This is an optimization exercise on Yosys and OpenROAD, whose aim is small area, a short achievable clock period and few clock cycles per item, not a production implementation.
The RTL was checked by simulation tests, not by an equivalence proof against the original design.
No activity file was given, so power comes from the tool's default toggle rates.

==> design/flow/run.sh <==
#!/bin/bash
# synth_recipe.tcl (not shown) runs the flow's synth.tcl, then flattens the netlist and writes it again
# the make line also repeats each setting of config.mk as NAME=value (left out here)
make -C /OpenROAD-flow-scripts/flow DESIGN_CONFIG=/design/flow/config.mk WORK_HOME=/design/flow/orfs CLKGATE_MAP_FILE= SYNTH_SCRIPT=/design/flow/synth_recipe.tcl finish
==> design/flow/config.mk <==
export PLATFORM = sky130hd
export DESIGN_NAME = rs80_dec
export DESIGN_NICKNAME = rs80_dec
export VERILOG_FILES = /design/flow/design.v
export SDC_FILE = /design/flow/constraint.sdc
export NUM_CORES = 4
export LEC_CHECK = 0
export CAP_MARGIN = 20
export CORE_MARGIN = 2
export CORE_UTILIZATION = 40
export SLEW_MARGIN = 20
==> design/flow/constraint.sdc <==
create_clock -name core_clock -period 5.0 [get_ports {clk}]
set_input_delay 1.0000 -clock core_clock [delete_from_list [all_inputs] [get_ports {clk}]]
set_output_delay 1.0000 -clock core_clock [all_outputs]
set_load 0.01 [all_outputs]
==> design/flow/design.v <==
module rs80_dec (
    input  wire        clk,
    input  wire        rst,           
    input  wire        in_valid,
    output wire        in_ready,
    input  wire [15:0] in_data,
    output wire        out_valid,
    input  wire        out_ready,
    output wire [15:0] out_data,
    output wire        out_last,
    output wire [1:0]  out_status,    
    output wire [6:0]  out_pos        
);
    localparam [1:0] ST_IN     = 2'd0,
                     ST_SEARCH = 2'd1,
                     ST_DECIDE = 2'd2,
                     ST_OUT    = 2'd3;
    localparam [1:0] STATUS_OK  = 2'd0,
                     STATUS_COR = 2'd1,
                     STATUS_UNC = 2'd2;
    function [15:0] gf_mul;
        input [15:0] a;
        input [15:0] b;
        reg   [15:0] p;
        reg   [15:0] x;
        integer      n;
        begin
            p = 16'd0;
            x = a;
            for (n = 0; n < 16; n = n + 1) begin
                if (b[n])
                    p = p ^ x;
                x = {x[14:0], 1'b0} ^ (x[15] ? 16'h100B : 16'h0000);
            end
            gf_mul = p;
        end
    endfunction
    localparam [15:0] A1 = 16'h0002;
    localparam [15:0] A2 = 16'h0004;
    localparam [15:0] A3 = 16'h0008;
    localparam [15:0] A4 = 16'h0010;
    localparam [15:0] A5 = 16'h0020;
    localparam [15:0] P0_1 = 16'hF392;
    localparam [15:0] P0_2 = 16'h4135;
    localparam [15:0] P0_3 = 16'h6B6F;
    localparam [15:0] P0_4 = 16'hBEA1;
    localparam [15:0] P0_5 = 16'hE78D;
    localparam [15:0] AI1 = 16'h8805;
    localparam [15:0] AI2 = 16'hCC07;
    localparam [15:0] AI3 = 16'hEE06;
    localparam [15:0] AI4 = 16'h7703;
    localparam [15:0] AI5 = 16'hB384;
    reg  [1:0]  state;
    reg  [6:0]  count;               
    reg  [15:0] buffer [0:79];       
    reg  [15:0] s0, s1, s2, s3, s4, s5;
    reg  [15:0] u1, u2, u3, u4, u5;  
    reg         found;
    reg  [6:0]  err_pos;
    reg  [1:0]  status;
    wire in_fire  = in_valid  && in_ready;
    wire out_fire = out_valid && out_ready;
    assign in_ready  = (state == ST_IN);
    assign out_valid = (state == ST_OUT);
    integer j;
    always @(posedge clk) begin
        if (in_fire || out_fire) begin
            for (j = 0; j < 79; j = j + 1)
                buffer[j] <= buffer[j + 1];
            buffer[79] <= in_data;
        end
    end
    always @(posedge clk) begin
        if (rst) begin
            state   <= ST_IN;
            count   <= 7'd0;
            found   <= 1'b0;
            err_pos <= 7'd0;
            status  <= STATUS_OK;
        end else begin
            case (state)
            ST_IN: begin
                if (in_fire) begin
                    if (count == 7'd0) begin
                        s0 <= in_data;
                        s1 <= in_data;
                        s2 <= in_data;
                        s3 <= in_data;
                        s4 <= in_data;
                        s5 <= in_data;
                    end else begin
                        s0 <= s0 ^ in_data;
                        s1 <= gf_mul(s1, A1) ^ in_data;
                        s2 <= gf_mul(s2, A2) ^ in_data;
                        s3 <= gf_mul(s3, A3) ^ in_data;
                        s4 <= gf_mul(s4, A4) ^ in_data;
                        s5 <= gf_mul(s5, A5) ^ in_data;
                    end
                    if (count == 7'd79) begin
                        state <= ST_SEARCH;
                        count <= 7'd0;
                    end else begin
                        count <= count + 7'd1;
                    end
                end
            end
            ST_SEARCH: begin
                if (count == 7'd0) begin
                    u1 <= gf_mul(s0, P0_1);
                    u2 <= gf_mul(s0, P0_2);
                    u3 <= gf_mul(s0, P0_3);
                    u4 <= gf_mul(s0, P0_4);
                    u5 <= gf_mul(s0, P0_5);
                    found   <= 1'b0;
                    err_pos <= 7'd0;
                    count   <= 7'd1;
                end else begin
                    if (!found && s0 != 16'd0 &&
                        u1 == s1 && u2 == s2 && u3 == s3 &&
                        u4 == s4 && u5 == s5) begin
                        found   <= 1'b1;
                        err_pos <= count - 7'd1;
                    end
                    u1 <= gf_mul(u1, AI1);
                    u2 <= gf_mul(u2, AI2);
                    u3 <= gf_mul(u3, AI3);
                    u4 <= gf_mul(u4, AI4);
                    u5 <= gf_mul(u5, AI5);
                    if (count == 7'd80) begin
                        state <= ST_DECIDE;
                    end
                    count <= count + 7'd1;
                end
            end
            ST_DECIDE: begin
                if (s0 == 16'd0 && s1 == 16'd0 && s2 == 16'd0 &&
                    s3 == 16'd0 && s4 == 16'd0 && s5 == 16'd0)
                    status <= STATUS_OK;
                else if (found)
                    status <= STATUS_COR;
                else
                    status <= STATUS_UNC;
                state <= ST_OUT;
                count <= 7'd0;
            end
            default: begin  
                if (out_fire) begin
                    if (count == 7'd79) begin
                        state <= ST_IN;
                        count <= 7'd0;
                    end else begin
                        count <= count + 7'd1;
                    end
                end
            end
            endcase
        end
    end
    wire [15:0] fix = (status == STATUS_COR && count == err_pos) ? s0 : 16'd0;
    assign out_data   = (status == STATUS_UNC) ? 16'd0 : (buffer[0] ^ fix);
    assign out_last   = (count == 7'd79);
    assign out_status = status;
    assign out_pos    = (status == STATUS_COR) ? err_pos : 7'd0;
endmodule
==> summary.txt <==
status: timing/DRC/antenna clean
I/O Pins: 48
die area: 136000 sq um
share of synthesized flip-flops with an asynchronous set or reset: 0%
GR Util All Layers: 15.5%
DP Cell Count: 4504
Seq cells post-synth: 1475
Num CTS Buffers: 149
total power: 0.0287 W
Leak Pwr: 18.7 nW
cell taking the most area after synthesis: edfxtp_1
CTS H-tree lvls: 4
Hold Path Class: reg -> reg
final setup fails: 0
post-CTS setup buffer count: 0
Fmax: 0.240 GHz
relative slew slack: 17.9%
top cell type's share of synthesized area: 82.4%
CTS resizes: 0
Worst-Skew Late Latency: 760 ps
Worst Setup Path Type: reg -> out
layout cells sized above 1: 9.28%
chip height: 368 um
Primary FF master, synth: edfxtp_1
worst-path maximum fanout: 16
Critical R2R Launch: s0[14]
DRC: 0
data arrival time of the worst path: 3170 ps
power per standard cell area: 473 nW/um^2
CP required: 4000 ps
IO buf count: 47
Non-Filler Instances: 4763
setup_tns: 0 ps
Netlist cell types: 54
Hold Fails Final Rpt: 0
syn avg cell area: 19.4 sq um
std cell rows: 133
clock slew at reported path FFs: 60 ps
drt wl/cell: 22.0 um
min-delay src: buffer[75][5]
Final GP Congestion: 0.934
top cells by area, synth: edfxtp_1, xnor2_1, xor2_1
CTS tree: yes
final net count: 2940
pre-CTS setup slack: 1340 ps
Seq. cell area: 44100 sq um
source of the critical timing path: status[0]
clk root buf: clkbuf_16
Final Max Slew Viols: 0
Slew @ Worst Pin: 1230 ps
Setup WS post-layout: 827 ps
# fillers: 11000
register area share after synthesis: 83.1%
DRT Wirelength: 105000 um
initial core utilization: 40.3%
cell area after synthesis: 53100 sq um
Tmin final: 4170 ps
Syn Nets: 2778
Clock Sinks: 1475
Vias: 23200
Post-CTS Hold Buffers: 0
synth warn: 2
Routed Antenna Nets: 0
clk_skew: 26.2 ps
vias per std cell: 4.87
CP Capture Type: primary output
DP HPWL: 67500 um
CTS Buffer Depth: 3
DR iter-0 viols: 2557
initial antenna violation count: 4
antenna cells: 0
vias in the first global route: 22800
synthesis-to-finish area growth: 14.3%
Max IR drop VDD: 294 uV
largest net degree at the start of global routing: 201
drt first pass iters: 5
EDFF count, synth: 1456
gr ovfl total: 0
Startpoint Class: flip-flop
Syn Inst Count: 2739
first-pass GRT wire length: 154000 um
RSZ-0062 raised after global routing: false
Final Cycle Share: 83.5%
max-cap check violation count: 0
area of the multi-input gates: 8400 sq um
Chip Width: 368 um
Core Box Area: 132000 sq um
-- worst paths after layout --
path | end | slack, ps | cells after the start
min reg2reg | buffer[74][5] | 410 | 0
max | out_data[15] | 830 | 8
max reg2reg | u3[8] | 1290 | 10
min | buffer[74][5] | 410 | 0
-- worst max-delay path, cell delays in order (launching register included) --
cell,delay [ps]
dfxtp_1,390
nor2b_1,440
nand4_1,130
nor2_1,130
buf_4,260
nand2_1,200
xor2_1,210
nor2_1,110
clkdlybuf4s50_1,540
-- metal layers --
layer | track usage [%] | up-vias | share of wire (%)
met5 | 0 | - | 0
met4 | 4.60 | 0 | 2.5
met3 | 3.58 | 171 | 6.5
met2 | 21.7 | 663 | 42
met1 | 24.1 | 12000 | 49
li1 | - | 10400 | -
-- metrics by stage --
stage / hold slack, ps / instance area, sq um / util, %
finish: 405 / 60600 / 46.1
global route: 406 / 60600 / 46.1
CTS: 399 / 60600 / 46.0
detailed placement: 405 / 55900 / 42.5
global placement: 400 / 55900 / 42.5
floorplan: 400 / 53100 / -
-- synth_stat cells (6+ instances only) --
cell       instances
buf_1             21
nand3_1            6
dfxtp_1           19
o2111ai_1          6
xnor3_1           10
nand2_1          189
xor2_2             6
o21ai_0           66
nand2b_1          22
xnor2_1          399
a21oi_1           24
xor2_1           165
nor4_1            29
inv_1             55
a22oi_1            8
clkbuf_1          53
and2_1             8
edfxtp_1        1456
nand4_1           16
nor2b_1           24
ha_1              19
xnor2_2            7
nor2_1            54
buf_2              9
-- layout by cell type, fill, tap and decap left out, types with 7 or more instances in the layout --
master and count:
o21ai_0 66, nand4_1 16, clkinv_2 14, nor4_1 29
nor2b_1 23, bufinv_16 12, clkbuf_1 29, dfxtp_1 19
clkinv_1 33, edfxtp_1 1456, clkbuf_16 151, nor2_1 53
xnor2_1 399, buf_4 43, nand2b_1 22, xnor2_2 7
and2_1 8, clkdlybuf4s50_1 45, inv_1 55, xnor3_1 10
ha_1 19, clkinv_8 7, buf_12 9, a21oi_1 24
a22oi_1 8, xor2_1 165, nand2_1 189
-- logic make-up (layout without fill, tap and decap cells) --
logic type / count (synthesis) / count (layout) / synth area share, %
flops: 1475 / 1475 / 83.1
buf+inv: 146 / 415 / 1.12
compound gates: 135 / 135 / 1.53
simple gates: 367 / 367 / 3.20
xor+xnor: 596 / 596 / 10.6
mux: 1 / 1 / 0.0189
fa+ha+maj: 19 / 19 / 0.448
-- where the power goes --
group | internal (W) | switching [W]
sequential | 0.0142 | 0.000188
clock | 0.00618 | 0.00452
combinational | 0.00136 | 0.00221
total | 0.0218 | 0.00693
-- cell type report --
| type | instances | area share, % |
|---|---|---|
| Multi-Input combinational cell | 1118 | 13.8 |
| Inverter | 56 | 0.347 |
| Timing Repair Buffer | 101 | 1.65 |
| Clock buffer | 180 | 6.41 |
| Sequential cell | 1475 | 72.7 |
| Clock inverter | 78 | 1.38 |
| Tap cell | 1755 | 3.62 |
-- sequential cells by signal (all words and copies together) (netlist names) --
name	count
s5	16
s3	16
count	7
u4	16
s2	16
s0	16
buffer	1280
err_pos	7
s1	16
u5	16
s4	16
u3	16
status	2
u1	16
u2	16
found	1
state	2
Testbench counts, summed over its fixed seeds: cycles 46,464, items 192.

-- afterwards: timing with drivers on the ports --
The flow's constraints put no driver on any port. The routed layout listed below was extracted and timed again, unchanged, in two steps. Step 1 (the two cells are an assumption about what drives the block):
set clk [get_ports {clk}]
set_driving_cell -lib_cell sky130_fd_sc_hd__clkbuf_16 $clk
set_driving_cell -lib_cell sky130_fd_sc_hd__buf_2 [delete_from_list [all_inputs] $clk]
Step 2 moves the port delays by t, midway between the first and last clock arrival at a register: inputs arrive t later, outputs are due t later. That takes back most of the time a late clock gives input paths. Slacks: ideal ports / drivers / drivers and shift; pairs: ideal ports / drivers.
shift t [ns]: 0.819
setup WS [ns]: 0.827 / 0.752 / 1.288
hold WS [ns]: 0.405 / 0.405 / 0.405
worst setup path after step 2: register to register
pins driven straight from the clock port: 1
After both steps this run still meets setup and hold. For this run, drivers alone change the setup slack by -0.075 ns; drivers and shift together by +0.461 ns.
